What follows belongs to an exercise in optimizing a design on an open flow for small area, a short achievable clock period and few clock cycles per item; a production flow would make more cautious choices.
Only simulation tests tie the RTL to the original design; equivalence was not proved.

// bfp_encoder
module bfp_encoder (
    input  wire          clk,
    input  wire          rst,
    input  wire          in_valid,
    output wire          in_ready,
    input  wire [1023:0] in_data,      
    input  wire [1:0]    in_fmt,       
    input  wire          in_nudge,     
    input  wire          in_stoch,     
    input  wire          in_reseed,    
    input  wire [15:0]   in_seed,
    output wire          out_valid,
    input  wire          out_ready,
    output wire [527:0]  out_block,    
    output wire [3:0]    out_flags     
);
    localparam [15:0] SEED_DEFAULT = 16'hACE1;
    function [15:0] lfsr_step;
        input [15:0] s;
        begin
            lfsr_step = s[0] ? ((s >> 1) ^ 16'hB400) : (s >> 1);
        end
    endfunction
    function [15:0] lfsr_step16;
        input [15:0] s;
        integer k;
        begin
            lfsr_step16 = s;
            for (k = 0; k < 16; k = k + 1)
                lfsr_step16 = lfsr_step(lfsr_step16);
        end
    endfunction
    reg          a_v;
    reg [1023:0] a_data;
    reg [1:0]    a_fmt;
    reg          a_nudge, a_stoch, a_reseed;
    reg [15:0]   a_seed;
    reg          b_v;
    reg [1023:0] b_data;
    reg [1:0]    b_fmt;
    reg          b_stoch;
    reg [15:0]   b_s0;
    reg [15:0]   b_s16;        
    reg [31:0]   b_em;
    reg [7:0]    b_e;
    reg [31:0]   b_nrm, b_inf_e;    
    reg          b_nan, b_inf, b_zero, b_sub, b_cap;
    reg  [15:0]  lfsr;
    reg          ov, vs;
    reg          rdy;           
    reg  [531:0] o_r, s_r;
    wire adv = ~vs;
    wire [15:0] rc_next;
    wire [15:0] g_cur = b_v ? (b_stoch ? rc_next : b_s0) : lfsr;
  ...
Size in the first run: about 19000 cells after synthesis, roughly 3300 flip-flops.
Settings: LEC_CHECK=0, ABC_CLOCK_PERIOD_IN_PS=40000, CAP_MARGIN=20, CORE_MARGIN=2, CORE_UTILIZATION=40, SETUP_SLACK_MARGIN=1.0, SLEW_MARGIN=20; clock period 55.0 ns.
standard.sh (not shown) runs the stock make flow with config.mk's settings and CLKGATE_MAP_FILE= SYNTH_SCRIPT=/design/flow/synth_recipe.tcl, a recipe that flattens the netlist after the stock synthesis.
==> flow/flow/run.sh <==
#!/bin/bash
# Layout flow: the standard synthesis unchanged, then the standard ORFS
# layout with plain buffers on the ports, larger clock-sink clusters (a
# smaller, shallower clock tree), and timing repair aimed at the period the
# design can reach (a larger setup margin at the same clock).
set -euo pipefail
MARGIN=${MARGIN:-42.25}
bash standard.sh synth > synth.log 2>&1
bash standard.sh SETUP_SLACK_MARGIN=$MARGIN CORE_UTILIZATION=45 \
    CAP_MARGIN=30 SLEW_MARGIN=30 \
    CTS_CLUSTER_SIZE=24 CTS_CLUSTER_DIAMETER=80 \
    BUFFER_PORTS_ARGS="-buffer_cell sky130_fd_sc_hd__buf_1" finish > layout.log 2>&1
Testbench counts at the start, summed over its fixed seeds: cycles 4,128, blocks 4,096.
Change:
--- a/flow/flow/run.sh
+++ b/flow/flow/run.sh
@@ -6,3 +6,3 @@
 set -euo pipefail
-MARGIN=${MARGIN:-42.25}
+MARGIN=${MARGIN:-42.4}
 bash standard.sh synth > synth.log 2>&1
Outcome:
- The new run completed with no timing, DRC or antenna violations
- critical path depth stays the same
- synthesized cell count does not change
- via count came out higher by 0.49%
- sequential share of layout area came out lower by 0.13 points
- count of clock-buffer cells in the layout does not change
- cell area is about the same


== run A ==
Another version of the RTL of bfp_encoder (not shown whole).
For scale: about 20000 cells after synthesis, ~3200 flip-flops.
Settings: LEC_CHECK=0, ABC_CLOCK_PERIOD_IN_PS=40000, CAP_MARGIN=20, CORE_MARGIN=2, CORE_UTILIZATION=40, SETUP_SLACK_MARGIN=1.0, SLEW_MARGIN=20; clock period 55.0 ns.
==> flow/flow/run.sh <==
#!/bin/bash
# Layout flow: the standard synthesis unchanged, then the standard ORFS
# layout with plain buffers on the ports, larger clock-sink clusters (a
# smaller, shallower clock tree), and timing repair aimed at the period the
# design can reach (a larger setup margin at the same clock).
set -euo pipefail
MARGIN=${MARGIN:-43}
bash standard.sh synth > synth.log 2>&1
bash standard.sh SETUP_SLACK_MARGIN=$MARGIN CORE_UTILIZATION=45 \
    CAP_MARGIN=30 SLEW_MARGIN=30 \
    CTS_CLUSTER_SIZE=24 CTS_CLUSTER_DIAMETER=80 \
    BUFFER_PORTS_ARGS="-buffer_cell sky130_fd_sc_hd__buf_2" finish > layout.log 2>&1
Testbench counts of run A, summed over its fixed seeds: cycles 4,128, blocks 4,096.
Input-level comparison between run B and run A:
diff --git a/flow/flow/run.sh b/flow/flow/run.sh
--- a/flow/flow/run.sh
+++ b/flow/flow/run.sh
@@ -5,7 +5,7 @@
 # design can reach (a larger setup margin at the same clock).
 set -euo pipefail
-MARGIN=${MARGIN:-43}
+MARGIN=${MARGIN:-42.5}
 bash standard.sh synth > synth.log 2>&1
-bash standard.sh SETUP_SLACK_MARGIN=$MARGIN CORE_UTILIZATION=45 \
+bash standard.sh SETUP_SLACK_MARGIN=$MARGIN CORE_UTILIZATION=40 \
     CAP_MARGIN=30 SLEW_MARGIN=30 \
     CTS_CLUSTER_SIZE=24 CTS_CLUSTER_DIAMETER=80 \
[summary]
- Run B against run A: wire length +4.4%, overall routing resource usage -3.3 points, worst slew margin relative to its limit -0.80 points, design area +about 0.5%, post-layout minimum cycle time -0.056 ns.
- Run B: flow completed, timing, DRC and antenna clean
- Comparing run B against run A, there is no change at all in share of the synthesized netlist area taken by xor and xnor gates.
- Comparing run B against run A, there is no change at all in number of buffers and inverters on the critical path.
[inputs] run C vs run B
==> flow/flow/run.sh <==
#!/bin/bash
# Layout flow: the standard synthesis unchanged, then the standard ORFS
# layout with plain buffers on the ports, larger clock-sink clusters (a
# smaller, shallower clock tree), and timing repair aimed at the period the
# design can reach (a larger setup margin at the same clock).
set -euo pipefail
MARGIN=${MARGIN:-42.4}
bash standard.sh synth > synth.log 2>&1
bash standard.sh SETUP_SLACK_MARGIN=$MARGIN CORE_UTILIZATION=45 \
    CAP_MARGIN=30 SLEW_MARGIN=30 \
    CTS_CLUSTER_SIZE=24 CTS_CLUSTER_DIAMETER=80 \
    BUFFER_PORTS_ARGS="-buffer_cell sky130_fd_sc_hd__buf_1" finish > layout.log 2>&1
Notes after the runs:
Final net count (run C vs. run B) decreases slightly
NOTE global-route wire length before repair run B->run C decreased by a few percent
| global router's overall resource usage | higher: run C |
The critical path startpoint comes out o_r[326] in one run and o_r[512] in the other, namely in run B and run C respectively.
Relative to run C, the following input files were edited for run D:
diff --git a/flow/flow/run.sh b/flow/flow/run.sh
--- a/flow/flow/run.sh
+++ b/flow/flow/run.sh
@@ -5,8 +5,8 @@
 # design can reach (a larger setup margin at the same clock).
 set -euo pipefail
-MARGIN=${MARGIN:-42.4}
+MARGIN=${MARGIN:-42.25}
 bash standard.sh synth > synth.log 2>&1
 bash standard.sh SETUP_SLACK_MARGIN=$MARGIN CORE_UTILIZATION=45 \
     CAP_MARGIN=30 SLEW_MARGIN=30 \
-    CTS_CLUSTER_SIZE=24 CTS_CLUSTER_DIAMETER=80 \
+    CTS_CLUSTER_SIZE=27 CTS_CLUSTER_DIAMETER=90 \
     BUFFER_PORTS_ARGS="-buffer_cell sky130_fd_sc_hd__buf_1" finish > layout.log 2>&1
Findings:
Run D | stages: all done | timing, DRC, antenna: all pass
The sum of routed wire length over all layers of run C and that of run D are within noise of each other.
Compare run D and run C | number of gates given a new drive strength after cts higher: run C
Count of input and output buffers came out exactly the same in run D and run C.
Smallest hold slack, run D and run C: smaller value in run C
Core util | run D vs run C | run D lower
The number of antenna cells inserted of run D falls short of that of run C by 1.
Going from run C to run D, count of non-CTS buffers in the layout went down 8; number of buffers created by CTS fell by 18.

[re-timing with driven ports]
The flow's constraints put no driver on any port. The routed layouts listed below were extracted and timed again, unchanged, in two steps. Step 1 assumes that a clkbuf_16 drives the clock port and a buf_2 every other input. Step 2 times the ports against the registers' clock, not the clock port: input delays grow and output delays shrink by t, the midpoint of the rising clock arrivals with the driver on. a / b / c = no drivers / after step 1 / after step 2; a / b = the first two.
run | t (ns) | slack for setup (ns) | worst register clock-pin slew, ns
the first run of note 1 | 1.176 | 42.008 / 41.862 / 41.254 | 0.11 / 0.11
the second run of note 1 | 1.175 | 41.960 / 41.816 / 41.327 | 0.11 / 0.11
run A | 1.147 | 42.114 / 41.971 / 41.986 | 0.11 / 0.11
run B | 1.120 | 42.170 / 42.029 / 41.516 | 0.11 / 0.11
run C | 1.135 | 42.147 / 42.011 / 41.450 | 0.10 / 0.10
run D | 1.142 | 42.132 / 41.987 / 41.261 | 0.12 / 0.12
After both steps every run listed still meets setup and hold. The setup slack of run D, which loses most, moves by -0.145 ns with the drivers and by -0.871 ns with both steps.
